From an optimization exercise on the open Yosys and OpenROAD flow, aimed at small area, a short achievable clock period and few clock cycles; shortcuts taken in it are not production practice. Only simulation tests tie the RTL to the original design; equivalence was not proved. The clock port is modelled as an ideal driver; clocking choices that lean on that would not hold on a real chip. Power figures rest on the tool's default switching activity, not on a simulated workload.

===== flow/standard.sh =====
#!/bin/bash
# synth_recipe.tcl (not shown) runs the flow's synth.tcl, then flattens the netlist and writes it again
# the make line also repeats each setting of config.mk as NAME=value (left out here)
make -C /OpenROAD-flow-scripts/flow DESIGN_CONFIG=/design/flow/config.mk WORK_HOME=/design/flow/orfs CLKGATE_MAP_FILE= SYNTH_SCRIPT=/design/flow/synth_recipe.tcl "${@:-finish}"

===== flow/flow/run.sh =====
#!/bin/bash
set -euo pipefail
bash standard.sh SETUP_SLACK_MARGIN=6.0 \
    "BUFFER_PORTS_ARGS=-buffer_cell sky130_fd_sc_hd__buf_2" \
    "CTS_ARGS=-sink_clustering_enable -repair_clock_nets -dont_use_dummy_load" \
    finish > run_standard.log 2>&1

===== flow/config.mk =====
export PLATFORM = sky130hd
export DESIGN_NAME = sillage_gen
export DESIGN_NICKNAME = sillage_gen
export VERILOG_FILES = /design/flow/design.v
export SDC_FILE = /design/flow/constraint.sdc
export NUM_CORES = 4
export LEC_CHECK = 0
export ABC_AREA = 1
export CAP_MARGIN = 40
export CORE_MARGIN = 2
export CORE_UTILIZATION = 55
export SLEW_MARGIN = 30

===== flow/constraint.sdc =====
create_clock -name core_clock -period 10.0 [get_ports {clk}]
set_input_delay 2.0000 -clock core_clock [delete_from_list [all_inputs] [get_ports {clk}]]
set_output_delay 2.0000 -clock core_clock [all_outputs]
set_load 0.01 [all_outputs]

===== flow/design.v =====
module sillage_gen (
    input  wire         clk,
    input  wire         rst,           
    input  wire         req_valid,
    output wire         req_ready,
    input  wire [1:0]   req_op,        
    input  wire [47:0]  req_step,
    input  wire [15:0]  req_stream,
    input  wire [63:0]  req_gei,
    input  wire [127:0] req_seed,
    output wire         resp_valid,
    input  wire         resp_ready,
    output wire [31:0]  resp_data
);
    localparam integer NS = 8;         
    localparam integer DL = 24;        
    localparam [1:0] OP_WORD = 2'd0, OP_UNI = 2'd1, OP_ATM = 2'd2, OP_SEED = 2'd3;
    localparam [2:0] C_NONE = 3'b011;  
    localparam [31:0]  RK_STEP = 32'h6A5D_39E1;
    localparam [127:0] KD = {32'h7B04_D3E8, 32'hC26A_F019, 32'h1D9E_47A5, 32'h8F3B_2C61};
    localparam [63:0]  S_ZERO_SUB = 64'hC3A5_C85C_97CB_3127;
    function [31:0] rotl;
        input [31:0] v;
        input integer n;
        begin
            rotl = (n == 0) ? v : ((v << n) | (v >> (32 - n)));
        end
    endfunction
    function [31:0] add32;
        input [31:0] a, b;
        reg   [31:0] g, p, gn, pn;
        integer      l, i, d;
        begin
            g = a & b;
            p = a ^ b;
            for (l = 0; l < 5; l = l + 1) begin
                d  = 1 << l;
                gn = g;
                pn = p;
                for (i = 0; i < 32; i = i + 1)
                    if ((i / d) % 2 == 1) begin
                        gn[i] = g[i] | (p[i] & g[(i / d) * d - 1]);
                        pn[i] = p[i] & p[(i / d) * d - 1];
                    end
                g = gn;
                p = pn;
            end
            add32 = (a ^ b) ^ {g[30:0], 1'b0};
        end
    endfunction
    reg  [127:0]    k;                 
    reg             tag_v;             
    reg             sp;                
    reg             ir_v, ir_miss;
    reg  [1:0]      ir_op;
    reg  [5:0]      ir_pos;
    reg  [127:0]    ir_c;              
    reg  [128*NS-1:0] rr;              
    reg  [3*DL+2:0] dc;                
    reg  [6*DL+5:0] dp;                
    reg  [127:0]    y;                 
    reg  [2:0]      b_c;               
    reg  [5:0]      b_pos;
    reg             b2_v, b2_uni;      
    reg  [31:0]     b2_d;
    reg  [63:0]     w;                 
    reg  [2:0]      wpos;
    reg             wval;
    reg             q0_v, q1_v;        
    reg  [31:0]     q0, q1;
    reg             rdy;
    assign resp_valid = q0_v;
    assign resp_data  = q0;
    assign req_ready  = rdy;
    wire [DL:1] dmv, dsv;
    genvar gi;
    generate
        for (gi = 1; gi <= DL; gi = gi + 1) begin : dlf
            assign dmv[gi] = dc[3 * gi + 2];
            assign dsv[gi] = (dc[3 * gi +: 3] == 3'b111);
        end
    endgenerate
    wire       b_v   = (b_c != C_NONE);
    wire [1:0] b_op  = b_c[1:0];
    wire [2:0] ph    = b_pos[5:3];
    wire [2:0] pl    = b_pos[2:0];
    wire       a_reinit = !wval || (ph < wpos);
    wire [2:0] a_cpos   = a_reinit ? 3'd0 : wpos;
    wire       a_ready  = (a_cpos == ph);
    wire       b_atm    = b_v && (b_op == OP_ATM);
    wire       be_hold  = b_atm && !a_ready;
    reg        mv;                     
    wire       move     = mv;
    wire collision = dmv[8] | dmv[16];
    wire ir_go   = ir_v && (!ir_miss || (!collision && !sp));
    wire launch  = move && ir_go && ir_miss;
    wire accept  = req_valid && rdy;
    wire        in_seed = (req_op == OP_SEED);
    wire [61:0] in_grp  = (req_op == OP_ATM) ? {req_gei[63:6], 4'b0000} : req_gei[63:2];
    wire [127:0] in_ctr = {req_step[47:16], req_step[15:0], req_stream, 2'b00, in_grp};
    wire [127:0] in_c   = in_seed ? req_seed : in_ctr;
    wire        eq_td   = ({req_step, req_stream} == ir_c[127:64]);
    wire        eq_ga   = ({2'b00, req_gei[63:6], 4'b0000} == ir_c[63:0]);
    wire        eq_gw   = ({2'b00, req_gei[63:2]} == ir_c[63:0]);
    wire        in_miss = in_seed || !tag_v || !eq_td || !((req_op == OP_ATM) ? eq_ga : eq_gw);
    reg  [127:0] inj;
    reg  [1:0]   nlap;
    reg          nseed;
    reg  [1:0]   nlap_n;
    reg          nseed_n;
    always @(*) begin
        nlap_n  = 2'd0;
        nseed_n = dsv[6];
        if (dmv[14]) begin nlap_n = 2'd1; nseed_n = dsv[14]; end
        if (dmv[22]) begin nlap_n = 2'd2; nseed_n = dsv[22]; end
    end
    wire [127:0] nkey = nseed ? KD : k;
    reg  [127:0] nkr;
    reg  [31:0]  nkc;
    always @(*) begin
        case (nlap)
            2'd0: begin
                nkr = {rotl(nkey[31:0], 8),   rotl(nkey[127:96], 8),
                       rotl(nkey[95:64], 8),  rotl(nkey[63:32], 8)};
                nkc = RK_STEP;
            end
            2'd1: begin
                nkr = {rotl(nkey[63:32], 16), rotl(nkey[31:0], 16),
                       rotl(nkey[127:96], 16), rotl(nkey[95:64], 16)};
                nkc = RK_STEP + RK_STEP;
            end
            default: begin
                nkr = {rotl(nkey[95:64], 24), rotl(nkey[63:32], 24),
                       rotl(nkey[31:0], 24),  rotl(nkey[127:96], 24)};
                nkc = RK_STEP + RK_STEP + RK_STEP;
            end
        endcase
    end
    wire [127:0] inj_n = {add32(nkr[127:96], nkc), add32(nkr[95:64], nkc),
                          add32(nkr[63:32], nkc),  add32(nkr[31:0], nkc)};
    wire [128*NS-1:0] ro;              
    genvar gs;
    generate
        for (gs = 0; gs < NS; gs = gs + 1) begin : stg
            wire [127:0] xin = rr[128 * gs +: 128];
            wire [31:0] x0 = xin[31:0], x1 = xin[63:32], x2 = xin[95:64], x3 = xin[127:96];
            if (gs % 2 == 0) begin : ha
                localparam integer RA = (gs / 2 == 0) ? 7 : (gs / 2 == 1) ? 19 : (gs / 2 == 2) ? 13 : 25;
                wire [31:0] a0 = add32(x0, rotl(x3, RA));
                wire [31:0] a2 = x2 ^ a0;
                assign ro[128 * gs +: 128] = {x3, a2, x1, a0};
            end else begin : hb
                localparam integer RB = (gs / 2 == 0) ? 11 : (gs / 2 == 1) ? 3 : (gs / 2 == 2) ? 29 : 17;
                wire [31:0] a1 = add32(x1, rotl(x2, RB));
                wire [31:0] a3 = x3 ^ a1;
                if (gs == NS - 1) begin : inj_s
                    assign ro[128 * gs +: 128] = {x0, a3, x2, a1} ^ inj;
                end else begin : plain
                    assign ro[128 * gs +: 128] = {x0, a3, x2, a1};
                end
            end
        end
    endgenerate
    wire [127:0] ring_out = ro[128 * (NS - 1) +: 128];
    wire [127:0] key0     = (ir_op == OP_SEED) ? KD : k;
    wire [127:0] x_init   = {add32(ir_c[127:96], key0[127:96]), add32(ir_c[95:64], key0[95:64]),
                             add32(ir_c[63:32],  key0[63:32]),  add32(ir_c[31:0],  key0[31:0])};
    reg [31:0] yw;
    always @(*) begin
        case (b_pos[1:0])
            2'd0: yw = y[31:0];
            2'd1: yw = y[63:32];
            2'd2: yw = y[95:64];
            default: yw = y[127:96];
        endcase
    end
    wire [23:0] um = yw[31:8];
    reg  [4:0]  ulz;
    integer     ub;
    always @(*) begin
        ulz = 5'd0;
        for (ub = 0; ub < 24; ub = ub + 1)
            if (um[ub]) ulz = 5'd23 - ub[4:0];
    end
    wire [63:0] sseed = (y[63:0] == 64'd0) ? S_ZERO_SUB : y[63:0];
    wire [63:0] winit = {sseed[63] ^ sseed[3] ^ sseed[2] ^ sseed[0],
                         sseed[62] ^ sseed[2] ^ sseed[1],
                         sseed[61] ^ sseed[1] ^ sseed[0],
                         sseed[60] ^ sseed[0],
                         sseed[59:0]};
    wire [63:0] wcur = a_reinit ? winit : w;
    reg  [127:0] wext;
    integer      wi;
    always @(*) begin
        wext = {64'd0, wcur};
        for (wi = 64; wi < 128; wi = wi + 1)
            wext[wi] = wext[wi - 60] ^ wext[wi - 61] ^ wext[wi - 63] ^ wext[wi - 64];
    end
    wire [63:0] wadv = wext[127:64];
    wire [7:0]  wbyte_r = wcur[8 * pl +: 8];
    wire [7:0]  wbyte = {wbyte_r[0], wbyte_r[1], wbyte_r[2], wbyte_r[3],
                         wbyte_r[4], wbyte_r[5], wbyte_r[6], wbyte_r[7]};
    reg [31:0] b_res;
    always @(*) begin
        case (b_op)
            OP_WORD: b_res = yw;
            OP_UNI:  b_res = {3'b000, ulz, um};
            OP_ATM:  b_res = {24'd0, wbyte};
            default: b_res = y[31:0];
        endcase
    end
    reg  [63:0] w_n;
    reg  [2:0]  wpos_n;
    reg         wval_n;
    always @(*) begin
        w_n = w; wpos_n = wpos; wval_n = wval;
        if (b_atm) begin
            if (!a_ready) begin
                w_n = wadv; wpos_n = a_cpos + 3'd1; wval_n = 1'b1;
            end else if (move) begin
                wval_n = 1'b1;
                if (pl == 3'd7 && ph != 3'd7) begin
                    w_n = wadv; wpos_n = ph + 3'd1;
                end else begin
                    w_n = wcur; wpos_n = a_cpos;
                end
            end
        end
        if (move && dmv[DL])
            wval_n = 1'b0;
    end
    wire [23:0] b2_um   = b2_d[23:0];
    wire [4:0]  b2_lz   = b2_d[28:24];
    wire [23:0] b2_norm = b2_um << b2_lz;
    wire [31:0] b2_out  = !b2_uni ? b2_d :
                          (b2_um == 24'd0) ? 32'd0 : {1'b0, 8'd126 - {3'b000, b2_lz}, b2_norm[22:0]};
    wire enq = move && b2_v;
    wire deq = q0_v && resp_ready;
    wire q0_v_n = deq ? (q1_v || enq) : (q0_v || enq);
    wire q1_v_n = deq ? 1'b0 : (q1_v || (q0_v && enq));
    wire       ir_v_n    = move ? (accept || (ir_v && !ir_go)) : ir_v;
    wire       ir_miss_n = accept ? in_miss : ir_miss;
    wire [2:0] b_c_n     = move ? dc[3 * DL +: 3] : b_c;
    wire [5:0] b_pos_n   = move ? dp[6 * DL +: 6] : b_pos;
    wire       coll_n    = move ? (dmv[7] | dmv[15]) : collision;
    wire       sp_n      = (launch && ir_op == OP_SEED) ? 1'b1 :
                           (move && dsv[DL])            ? 1'b0 : sp;
    wire       nb_atm    = (b_c_n != C_NONE) && (b_c_n[1:0] == OP_ATM);
    wire       nreinit   = !wval_n || (b_pos_n[5:3] < wpos_n);
    wire       nready    = (nreinit ? 3'd0 : wpos_n) == b_pos_n[5:3];
    wire       nmove     = !q1_v_n && !(nb_atm && !nready);
    wire       rdy_n     = nmove && (!ir_v_n || !ir_miss_n || (!coll_n && !sp_n));
    always @(posedge clk) begin
        if (rst) begin
            k     <= 128'd0;
            tag_v <= 1'b0;
            sp    <= 1'b0;
            ir_v  <= 1'b0;
            dc    <= {(DL + 1){C_NONE}};
            b_c   <= C_NONE;
            b2_v  <= 1'b0;
            wval  <= 1'b0;
            q0_v  <= 1'b0;
            q1_v  <= 1'b0;
            rdy   <= 1'b1;
            mv    <= 1'b1;
        end else begin
            mv   <= nmove;
            q0_v <= q0_v_n;
            q1_v <= q1_v_n;
            ir_v <= ir_v_n;
            sp   <= sp_n;
            rdy  <= rdy_n;
            wval <= wval_n;
            if (accept)
                tag_v <= !in_seed;
            if (move) begin
                dc[5:3] <= ir_go ? {ir_miss, ir_op} : C_NONE;
                dc[3 * DL + 2:6] <= dc[3 * DL - 1:3];
                b_c  <= dc[3 * DL +: 3];
                b2_v <= b_v;
                if (dsv[DL])
                    k <= ring_out;
            end
        end
    end
    integer di;
    always @(posedge clk) begin
        w    <= w_n;
        wpos <= wpos_n;
        if (deq) begin
            if (q1_v)
                q0 <= q1;
            else if (enq)
                q0 <= b2_out;
        end else if (enq) begin
            if (q0_v)
                q1 <= b2_out;
            else
                q0 <= b2_out;
        end
        if (accept) begin
            ir_miss <= in_miss;
            ir_op   <= req_op;
            ir_pos  <= req_gei[5:0];
            ir_c    <= in_c;
        end
        if (move) begin
            rr[127:0] <= launch ? x_init : ring_out;
            for (di = 1; di < NS; di = di + 1)
                rr[128 * di +: 128] <= ro[128 * (di - 1) +: 128];
            dp[11:6] <= ir_pos;
            for (di = 2; di <= DL; di = di + 1)
                dp[6 * di +: 6] <= dp[6 * (di - 1) +: 6];
            b_pos <= dp[6 * DL +: 6];
            if (dmv[DL])
                y <= ring_out;
            b2_uni <= (b_op == OP_UNI);
            b2_d   <= b_res;
            inj    <= inj_n;
            nlap   <= nlap_n;
            nseed  <= nseed_n;
        end
    end
endmodule

==> results of run 1 <==
## registers in the layout, indices dropped and copies added (netlist names), 2 cells and up, named ones only
name and cells:
b2_d 32, b_c 2, b_pos 6, dc 72, dp 144, inj 128
ir_c 128, ir_op 2, ir_pos 6, k 128, nlap 2, q0 32
q1 32, rr 1024, w 64, wpos 3, y 128
## per-stage QoR
step | power (mW) | instances | setup slack, ps
3_5_place_dp | 31.7 | 11500 | 4550
3_3_place_gp | 31.1 | 11500 | 4530
2_1_floorplan | 22.7 | 9019 | -2230
5_1_grt | 41.8 | 11900 | 5860
6_report | 40.6 | 11900 | 6000
4_1_cts | 38.8 | 11800 | 5780
## cell families (layout without fill, tap and decap cells)
group           Yosys count  count (layout)
fa+ha+maj               528             528
other cells               0              13
simple gates           2637            2638
compound gates         1446            1449
mux                     137             137
xor+xnor                913             913
buf+inv                1412            1925
flops                  1946            1946
## routing by layer
metal  wire length, um  global-route usage [%]  vias up  share of wire (%)
met3             39000                    8.82      652                 11
met5               178                       0        -              0.051
met1            142000                    53.9    34600                 41
met4             20200                    17.7       12                5.8
li1                  -                       -    31700                  -
met2            145000                    53.2     4045                 42
## cells in the final DEF (no fill, tap or decap), drive strengths merged, types with 300 or more instances in the layout
master  instances
edfxtp       1727
nand2        1423
inv          1134
nor2          666
o21ai         583
xor2          556
buf           553
a21oi         487
ha            460
xnor2         355
nand3         300
## area by class of cell
cell class / instances / area share [%]
diodes: 13 / 0.0292
flip-flops and latches: 1946 / 50.4
clock buffers: 203 / 4.55
well taps: 2340 / 2.62
repair inverters: 2 / 0.0179
repair buffers: 579 / 4.24
inverters: 1141 / 3.91
multi-input cells: 5665 / 34.2
## repair_timing
action                                  4_1_cts  5_1_grt
hold buffers                                  0        0
pin swaps                                    18       61
endpoints found under the setup margin      378      291
resized for setup                           164      232
buffers inserted                             42       78
cloned                                       13        7
## worst max path at each step
stage	start	to	slack (ps)	depth (start not counted)
floorplan	mv	k[43]	-2230	7
global placement	ir_op[1]	rr[63]	4530	21
detailed placement	ir_op[1]	rr[63]	4550	21
CTS	wpos[2]	w[60]	5780	15
global route	nseed	inj[16]	5860	25
finish	nseed	inj[112]	6000	24
## cells in the mapped netlist, drive strengths merged (15+ instances only)
library cell	number
buf	64
nor4	32
nand4	39
xnor2	355
nor3	76
clkbuf	207
fa	68
xor2	556
a31oi	36
a21oi	487
a211oi	36
edfxtp	1727
nor2	666
o2111ai	24
o21bai	24
dfxtp	219
a21o	15
or2	85
inv	1136
a221oi	78
nand3	300
ha	460
o221ai	30
o211ai	37
nand2	1422
mux2	127
o21ai	580
o22ai	64
## power groups by stage
stage          Sequential [mW]  Clock, mW  Combinational, mW
2_1_floorplan             13.9          0               8.79
3_3_place_gp              15.7          0               15.4
3_5_place_dp              15.7          0               16.0
4_1_cts                   15.5       6.50               16.7
5_1_grt                   15.6       6.79               19.4
6_report                  15.6       6.43               18.5
## worst max-delay path, delay by kind of cell (launching register included)
kind,cells,cell delay [ps]
buffers and inverters,4,430
AO/OA/AOI/OAI,4,480
flip-flops,1,440
AND/OR/NAND/NOR,13,1290
adder cells (fa/ha/maj),3,1130
==> results.toml, run 1 <==
[place]
port_buffers = 295
place.gp.congestion = 1.05
postPlaceCellArea_sq_mm = 0.103
place_hpwl_mm = 270

[layout]
fin_nets = 10300
fillCellCount = 13900
regArea_sq_mm = 0.0562
fin_area_sq_mm = 0.112
area_growth_pct = 13.8
multiInputGateArea_sq_mm = 0.0382
drive_gt1_share_pct = 14.7
finalCoreUtilization_pct = 63.2

[power]
ir_drop_uv = 387
p_int_mw = 22.8
switchingPower_mw = 17.7
seq_power_share_pct = 38.5
swShare_pct = 43.7
pwr-share-comb_pct = 45.7
power_density_mw_per_mm2 = 364
pwr-share-clk_pct = 15.8
leakage_nw = 47.8

[hold_path]
worstHoldStart = "rr[817]"
min_to = "rr[945]"
hold_depth = 0
hold_path_class = "reg -> reg"

[timing]
fin_crit_ps = 4000
holdWs_ps = 365
max_freq_mhz = 250
min_period_over_period_pct = 40.0
rsz0062_at_grt = "true"
fin_setup_tns_ps = 0
worst_pin_slew_ps = 1120
finalSetupViolCount = 0
slew_violations = 0
hold_violations = 0
skew_ps = 87.7
slew_headroom_pct = 25.4

[synthesis]
synth-xor-area-share_pct = 8.19
synth_fp_nets = 9809
synth_ff_type = "edfxtp_1"
ys_ff_latch = 1946
netlist_instances = 9019
synth_top_family_by_area = "simple AND/OR/NAND/NOR gates"
synth_compound_area_share_pct = 8.52
synth_top_area_cell = "edfxtp_1"
synth_top_area_share_pct = 52.9
ys_types = 75
ys_async_sr_fraction_pct = 0
ys_warn_count = 1
synth-adder-area-share_pct = 7.26
yosysSeqAreaShare_pct = 57.4
synth_edf_count = 1727
synth_area_leaders = "edfxtp_1 53%, ha_1 5.9%, nand2_1 5.3%, xor2_1 5.0%, dfxtp_1 4.5%"
synth.area.mux_share_pct = 1.56
syn_area_sq_mm = 0.0980
postSynthAreaPerCell_sq_um = 10.9
synthSimpleGateAreaFrac_pct = 11.5

[clock_tree]
cts_buffer_depth = 3
cts_tree = "built"
cts_made_buffers = 203
cts_sinks = 1946
htree_levels = 4
cts_root_buffer = "clkbuf_16"
clk_latency_ps = 870
clk_pin_slew_worst_paths_ps = 60

[worst_setup_path]
r2r_end = "inj[112]"
path_cells = "buf_12 > clkbuf_16 > nor2_4 > o22ai_1 > a21oi_1 > ha_2 > inv_2 > fa_2 > nor3_4 > nand3_2 > nand2_2 > nand2_2 > nand2_2 > nor2_4 > o21ai_2 > nand2_1 > nand2_2 > nand2_2 > nand2_4 > nand2_4 > nand2_8 > a21oi_4 > fa_2 > inv_1"
crit_type = "reg -> reg"
r2r_cells = 24
start_kind = "register"
slowest_stage = "fa_2"
cp_max_fo = 7
reg2reg_from = "nseed"
r2r_slack_ps = 6000
cp-end-kind = "register"
cp_slowest_stage_delay_ps = 560
cp.required_ps = 10590
cp.arrival_ps = 4590
crit_top_cell = "nand2_2"

[global_route]
antenna_found_initial = 34
grt_max_degree = 195
grtUsageTotal_pct = 37.3
first_global_vias = 64200
grt_pass1_wl_mm = 472
overflow = 0

[routing]
vias = 71100
drc_errors = 0
first_iter_violations = 10400
antenna_left = 0
via_per_inst = 5.98
routed_wl_mm = 347
wire_per_inst_um = 29.2
dr.pass1.iters = 6

[status]
status = "timing/DRC/antenna clean"

[die]
die_area_sq_mm = 0.182
die_h_um = 426
die_w_um = 426
row_count = 154
core-area_sq_mm = 0.177
ios = 296
start_util_pct = 55.5

[job]
cap_violations = 0
Testbench counts, summed over its fixed seeds: cycles 6,884.
==> run 2: changes to the inputs <==
==> flow/flow/run.sh (replaced) <==
#!/bin/bash
set -euo pipefail
bash standard.sh SETUP_SLACK_MARGIN=6.2 \
    "BUFFER_PORTS_ARGS=-buffer_cell sky130_fd_sc_hd__buf_2" \
    "CTS_ARGS=-sink_clustering_enable -repair_clock_nets -dont_use_dummy_load" \
    finish > run_standard.log 2>&1
--- a/flow/config.mk
+++ b/flow/config.mk
@@ -8,5 +8,5 @@
 export ABC_AREA = 1
 export CAP_MARGIN = 40
 export CORE_MARGIN = 2
-export CORE_UTILIZATION = 55
+export CORE_UTILIZATION = 60
 export SLEW_MARGIN = 30
==> results.toml, run 2 <==
[worst_setup_path]
cp-endpoint = "inj[16]"
start_kind = "register"
slowest_stage = "fa_2"
crit_family = "simple AND/OR/NAND/NOR gates"
cp_max_fo = 8
cp_slowest_stage_delay_ps = 550
crit_start = "nseed"
cp.required_ps = 10590
reg2reg_from = "nseed"
crit_type = "reg -> reg"
cp.depth = 25
cp-end-kind = "register"
cp.arrival_ps = 4490
path_buf_inv = 7
r2r_slack_ps = 6110
r2r_cells = 25
r2r_end = "inj[16]"

[clock_tree]
clk_latency_ps = 920
cts_root_buffer = "clkbuf_16"
cts_made_buffers = 198
htree_levels = 4
clk_pin_slew_worst_paths_ps = 60
cts_hold_buf = 0
cts_tree = "built"
cts_buffer_depth = 3
cts_sinks = 1946

[die]
core-area_sq_mm = 0.163
die_area_sq_mm = 0.167
die_w_um = 408
row_count = 148
die_h_um = 408
ios = 296
start_util_pct = 60.3

[global_route]
antenna_found_initial = 37
overflow = 0
grt_max_degree = 172
grt_pass1_wl_mm = 482
grtUsageTotal_pct = 41.4
first_global_vias = 66400

[power]
power_density_mw_per_mm2 = 366
ir_drop_uv = 435
leakage_nw = 48.4

[layout]
regMostFlops = "rr"
drive_gt1_share_pct = 16.5
largest_reg_flops = 1024
layout_common_cells = "1727 x edfxtp_1, 1329 x nand2_1, 1097 x inv_1"
top_regs = "rr x1024, dp x144"
fin_nets = 10400
area_growth_pct = 14.9
layout_commonest_cell = "edfxtp_1"
fin_area_sq_mm = 0.113

[routing]
via_per_inst = 6.13
first_iter_violations = 11100
dr.max_layer_used = "met5"
wire_per_inst_um = 30.0
vias = 72300
drc_errors = 0
antenna_left = 0
wl_met2_mm = 147
dr_wl_met3_mm = 44.8
dr.pass1.iters = 6
routed_wl_mm = 353
wl_met1_mm = 134

[timing]
fin_ws_ps = 6110
slew_violations = 0
finalSetupViolCount = 0
hold_violations = 0
worst_pin_slew_ps = 1160
fin_crit_ps = 3890
min_period_over_period_pct = 38.9
skew_ps = 122
max_freq_mhz = 257
rsz0062_at_grt = "true"
slew_headroom_pct = 22.7

[synthesis]
synth_fp_nets = 9809
yosysSeqAreaShare_pct = 57.4
ys_warn_count = 1
synth_top_cells_by_count = "1727 x edfxtp_1, 1389 x nand2_1, 1129 x inv_1"
synth_area_leaders = "edfxtp_1 53%, ha_1 5.9%, nand2_1 5.3%, xor2_1 5.0%, dfxtp_1 4.5%"
synth_edf_count = 1727
ys_ff_latch = 1946
syn_area_sq_mm = 0.0980
synth_top_area_share_pct = 52.9
synth_most_common_cell = "edfxtp_1"
postSynthAreaPerCell_sq_um = 10.9
ys_types = 75
synth_top_area_cell = "edfxtp_1"
ys_async_sr_fraction_pct = 0
synth_ff_type = "edfxtp_1"
netlist_instances = 9019

[place]
place.gp.congestion = 1.05
place_ws_ps = 4590
port_buffers = 295
postPlaceCellArea_sq_mm = 0.102
place_hpwl_mm = 269

[job]
cap_violations = 0

[status]
status = "timing/DRC/antenna clean"

[hold_path]
hold_path_class = "reg -> reg"
==> run 2: worst min path at each step <==
stage	startpoint	endpoint	slack, ps	cells past startpoint
after CTS	rr[157]	rr[381]	400	0
after floorplan	dp[144]	b_pos[0]	400	0
final	rr[157]	rr[381]	400	0
after global placement	rr[667]	rr[891]	400	0
after detailed placement	dp[117]	dp[123]	400	0
after global routing	dp[70]	dp[76]	410	0
==> run 2: kinds of logic (layout without fill, tap and decap cells) <==
logic type | count (synthesis) | count (layout) | synth area share (%)
and+or+nand+nor | 2637 | 2641 | 11.5
DFF | 1946 | 1946 | 57.4
AOI/OAI and AO/OA | 1446 | 1449 | 8.52
muxes | 137 | 137 | 1.56
xor gates and xnor gates | 913 | 913 | 8.19
buffers and inverters | 1412 | 1990 | 5.58
adders and majority gates | 528 | 528 | 7.26
other | 0 | 12 | 0
==> run 2: cell type report <==
type	instances	area, sq um
Inverter	1141	4380
Timing Repair inverter	3	31.3
Sequential cell	1946	56200
Antenna cell	12	30.0
Tap cell	2175	2720
Fill cell	11800	49900
Timing Repair Buffer	648	5370
Clock buffer	198	4950
Multi-Input combinational cell	5668	38900
==> run 2: per-layer routing <==
layer  vias up  global-route usage [%]
li1      31900                       -
met1     35000                    57.3
met2      4610                    58.7
met3       839                    9.71
met4        20                    26.7
met5         -                       0
==> run 2: power by group <==
part	switching (mW)	internal [mW]
sequential	2.51	13.2
combinational	12.7	6.52
clock	2.90	3.44
==> run 2: timing repair <==
item                                   4_1_cts  5_1_grt
gates resized for setup                    303      289
pin swaps                                   58      130
setup endpoints to repair                  909      593
buffers inserted                           111       81
cloned                                      24        3
endpoints found under the hold margin        0        0
==> run 2: metrics by stage <==
step	hold slack (ps)	power [mW]	utilization, %	TNS [ps]	instances
floorplan	400	22.7	-	-797940	9019
CTS	396	39.1	67.9	0	11700
global route	410	42.2	69.3	0	11800
detailed placement	405	31.5	63.0	0	11400
global placement	401	30.7	62.7	0	11300
finish	400	41.2	69.3	0	11800

==> separate check: timing with driven ports <==
How much do the figures lean on ideal ports? The routed layouts below were timed once more, with nothing changed but the port constraints. Step 1, drivers: a clkbuf_16 drives clk and a buf_2 each remaining input, both assumed. Step 2 adds t to the input delays and takes it off the output delays; t is the mean of the earliest and latest rising clock arrival at the registers after step 1. Input paths then give back, and output paths get back, about the clock's delay inside the block. Slacks: no drivers / after step 1 / after step 2; pairs: no drivers / after step 1.
run | t, ns | slack for setup (ns) | clock arrival spread, ns | worst slew at a driven data input, ns
run 1 | 0.924 | 6.002 / 6.002 / 5.554 | 0.098 / 0.098 | 0.13
run 2 | 0.958 | 6.107 / 6.107 / 5.382 | 0.125 / 0.125 | 0.10
After both steps every run listed still meets setup and hold. For run 2, which loses most, drivers alone change the setup slack by 0.000 ns; drivers and shift together by -0.725 ns.
